Source: an optimization exercise on an open RTL-to-GDS flow (aim: a short achievable clock period and few clock cycles per item). Production flows keep margins and buffers that such runs may drop. In this exercise RTL edits were held to simulation tests only and were not proved equivalent to the original. No activity file was given, so power comes from the tool's default toggle rates.

==> inputs of v17 <==
Design tm_policer, start of the top module:
module tm_policer (
    input  wire        clk,
    input  wire        rst,
    input  wire        req_valid,
    output wire        req_ready,
    input  wire        req_write,          
    input  wire [2:0]  req_index,
    input  wire [31:0] req_time,
    input  wire [13:0] req_len,
    input  wire [1:0]  req_colour,
    input  wire [27:0] req_cir,
    input  wire [23:0] req_cbs,
    input  wire [27:0] req_pir,
    input  wire [23:0] req_pbs,
    input  wire [1:0]  req_mode,
    input  wire        req_colour_aware,
    input  wire        req_red_drop,
    output reg         rsp_valid,
    output reg  [1:0]  rsp_colour,
    output reg         rsp_drop,
    output reg         rsp_refused
);
==> flow/config.mk <==
export PLATFORM = sky130hd
export DESIGN_NAME = tm_policer
export DESIGN_NICKNAME = tm_policer
export VERILOG_FILES = /design/flow/design.v
export SDC_FILE = /design/flow/constraint.sdc
export NUM_CORES = 4
export LEC_CHECK = 0
export ABC_CLOCK_PERIOD_IN_PS = 4000
export CAP_MARGIN = 20
export CORE_MARGIN = 2
export CORE_UTILIZATION = 70
export CTS_CLUSTER_DIAMETER = 100
export CTS_CLUSTER_SIZE = 30
export PLACE_DENSITY = 0.78
export SLEW_MARGIN = 20
==> flow/constraint.sdc <==
create_clock -name core_clock -period 22.0 [get_ports {clk}]
set_input_delay 4.4000 -clock core_clock [delete_from_list [all_inputs] [get_ports {clk}]]
set_output_delay 4.4000 -clock core_clock [all_outputs]
set_load 0.01 [all_outputs]
standard.sh (not shown) runs the stock make flow with config.mk's settings and CLKGATE_MAP_FILE= SYNTH_SCRIPT=/design/flow/synth_recipe.tcl, a recipe that flattens the netlist after the stock synthesis.
==> flow/flow/run.sh <==
#!/bin/bash
# Standard layout, with timing repair asked to leave setup slack of at least
# MARGIN ns at the design's clock period, so that the paths are optimised
# well below the period; sizing may change a cell's footprint. Gate cloning
# is off: its clones can be left driving more than their slew limit.
set -euo pipefail
MARGIN=16.5
bash standard.sh SETUP_SLACK_MARGIN=$MARGIN TNS_END_PERCENT=100 MATCH_CELL_FOOTPRINT=0 SKIP_GATE_CLONING=1 finish > standard_flow.log 2>&1
==> v35: changes against v17 <==
--- a/flow/design.v
+++ b/flow/design.v
@@ -37,17 +37,17 @@
     reg [1:0]  mode0;
     reg        caw0, rd0;
     reg [7:0]  oh0;                                 
     reg        ref0;                                
     always @(posedge clk) begin
         oh0   <= 8'd1 << req_index;
         ref0  <= (req_mode != 2'd3) && (req_cbs == 24'd0 || req_pbs == 24'd0);
         rdy   <= !rst;
-        v0    <= !rst && req_valid && !rst_q;    
+        v0    <= !rst && req_valid && rdy;
         w0    <= req_write;
         t0    <= req_time;
         len0  <= req_len;
         col0  <= req_colour;
         cir0  <= req_cir;
         cbs0  <= req_cbs;
         pir0  <= req_pir;
         pbs0  <= req_pbs;
==> flow/config.mk (replaced) <==
export PLATFORM = sky130hd
export DESIGN_NAME = tm_policer
export DESIGN_NICKNAME = tm_policer
export VERILOG_FILES = /design/flow/design.v
export SDC_FILE = /design/flow/constraint.sdc
export NUM_CORES = 4
export LEC_CHECK = 0
export ABC_CLOCK_PERIOD_IN_PS = 4000
export CAP_MARGIN = 20
export CORE_MARGIN = 2
export CORE_UTILIZATION = 60
export CTS_CLUSTER_DIAMETER = 100
export CTS_CLUSTER_SIZE = 30
export PLACE_DENSITY = 0.7
export SLEW_MARGIN = 20
==> summary of the runs <==
Worst hold slack: v17 is worse than v35 (7.1 ps).
Between v17 and v35, the lower synthesized cell count is in v35 (gap 0.36%, measured against v35).
Of v17 and v35, v35 has the higher sequential share of layout area (gap 0.087 points).
Between v35 and v17, the lower final cell count is in v17 (gap about 2%, measured against v17).
Of v17 and v35, v17 has the higher worst setup slack (gap 120 ps).
Between v17 and v35, the lower utilization is in v35 (gap 10 points).
Between v35 and v17, the lower die area is in v17 (gap about 16%, measured against v17).
==> figures <==
Outcome: v35 timing/DRC/antenna clean; v17 timing/DRC/antenna clean
Register Area: v35 65300 um2; v17 65300 um2
Area share of fa/ha/maj cells after synthesis: v35 21.6%; v17 21.4%
Cell area after layout: v35 202000 um2; v17 203000 um2
Largest net degree at the start of global routing: v35 241; v17 193
Depth of the worst register-to-register path: v35 15; v17 11
Grt met1 use: v35 53.4%; v17 58.0%
Number of violations reported at the end of detailed-routing iteration 0: v35 18900; v17 19200
Proportion of cell area occupied by registers: v35 32.3%; v17 32.2%
Multiplexer share of the synthesized area: v35 1.19%; v17 1.44%
Share of final layout cell area taken by non-clock buffers: v35 1.84%; v17 1.89%
Post-synthesis cell type count: v35 106; v17 120
Highest achievable clock rate: v35 170 MHz; v17 174 MHz
GPL Wtd Cong: v35 0.998; v17 1.02
Clock network share of area: v35 2.33%; v17 2.20%
Testbench counts of v17, summed over its fixed seeds: cycles 24,048, items 24,000.
Testbench counts of v35, summed over its fixed seeds: cycles 24,048, items 24,000.

* * *

==> inputs of v15 <==
Starting RTL as in the previous note.
==> flow/config.mk <==
export PLATFORM = sky130hd
export DESIGN_NAME = tm_policer
export DESIGN_NICKNAME = tm_policer
export VERILOG_FILES = /design/flow/design.v
export SDC_FILE = /design/flow/constraint.sdc
export NUM_CORES = 4
export LEC_CHECK = 0
export ABC_CLOCK_PERIOD_IN_PS = 4000
export CAP_MARGIN = 20
export CORE_MARGIN = 2
export CORE_UTILIZATION = 60
export CTS_CLUSTER_DIAMETER = 80
export CTS_CLUSTER_SIZE = 20
export PLACE_DENSITY = 0.7
export SLEW_MARGIN = 20
==> flow/constraint.sdc <==
create_clock -name core_clock -period 22.0 [get_ports {clk}]
set_input_delay 4.4000 -clock core_clock [delete_from_list [all_inputs] [get_ports {clk}]]
set_output_delay 4.4000 -clock core_clock [all_outputs]
set_load 0.01 [all_outputs]
Scripts as last shown in full above: flow/flow/run.sh
==> v20 (differences from v15) <==
--- a/flow/config.mk
+++ b/flow/config.mk
@@ -9,7 +9,7 @@
 export CAP_MARGIN = 20
 export CORE_MARGIN = 2
 export CORE_UTILIZATION = 60
-export CTS_CLUSTER_DIAMETER = 80
-export CTS_CLUSTER_SIZE = 20
+export CTS_CLUSTER_DIAMETER = 100
+export CTS_CLUSTER_SIZE = 30
 export PLACE_DENSITY = 0.7
 export SLEW_MARGIN = 20
==> run notes <==
|  | v15 | v20 |
|---|---|---|
| Run status | timing/DRC/antenna clean | timing/DRC/antenna clean |
| Post-route worst setup slack | 16.23 ns | 16.23 ns |
| Switching power summed over all nets | 3.57 mW | 3.46 mW |
| Filler Cell Count | 28000 | 28100 |
| Fraction of layout instances using a drive strength above 1 | 4.04% | 3.77% |
| Final critical-path share of the clock period | 26.2% | 26.2% |
| Reg clk slew, reported paths | 0.08 ns | 0.11 ns |
| Min-Delay Endpoint | opbs2b[1]$_DFF_P_ | modechg3$_DFF_P_ |
| Wire length on met3 | 71800 um | 69700 um |
| Non-filler cells, final | 25800 | 25700 |
| Sequential cell area in the final layout | 0.0653 sq mm | 0.0653 sq mm |
| Count of cells along the worst register-to-register path | 11 | 15 |
| Nonclk buf count | 428 | 427 |
| Count of inserted antenna diode cells | 22 | 24 |
| Biggest cell delay along the critical path | 0.32 ns | 0.33 ns |
| Final cell utilization of the core | 63.3% | 62.9% |
| Fraction of met2 tracks used by global routing | 57.1% | 57.2% |
| P per Cell Area | 58.2 mW/mm^2 | 56.1 mW/mm^2 |
| Relative slew slack | 19.0% | 20.0% |
| Origin of the worst min-delay path | opbs2[1]$_DFF_P_ | modechg2b$_DFF_P_ |
| GR Layer Usage met3 | 7.25% | 7.29% |
Testbench counts of v15, summed over its fixed seeds: cycles 24,048, items 24,000.
Testbench counts of v20, summed over its fixed seeds: cycles 24,048, items 24,000.

## re-timing with driven ports
In the flow no input, the clock included, has a driving cell. The finished layouts below were timed again as built, in two steps.
Step 1 (the two cells are an assumption about what drives the block):
set clk [get_ports {clk}]
set_driving_cell -lib_cell sky130_fd_sc_hd__clkbuf_16 $clk
set_driving_cell -lib_cell sky130_fd_sc_hd__buf_2 [delete_from_list [all_inputs] $clk]
Step 2 times the ports against the registers' clock, not the clock port: input delays grow and output delays shrink by t, the midpoint of the rising clock arrivals with the driver on.
a / b / c = no drivers / after step 1 / after step 2; a / b = the first two.
| run | t, ns | setup WS [ns] | worst setup path at the end |
|---|---|---|---|
| v17 | 1.008 | 16.238 / 16.118 / 15.681 | input to register |
| v35 | 0.988 | 16.115 / 16.002 / 15.880 | input to register |
| v15 | 1.048 | 16.226 / 16.110 / 15.668 | input to register |
| v20 | 0.992 | 16.233 / 16.119 / 15.717 | input to register |
After both steps setup and hold are still met in every run listed. The setup slack of v15, which loses most, moves by -0.116 ns with the drivers and by -0.558 ns with both steps.
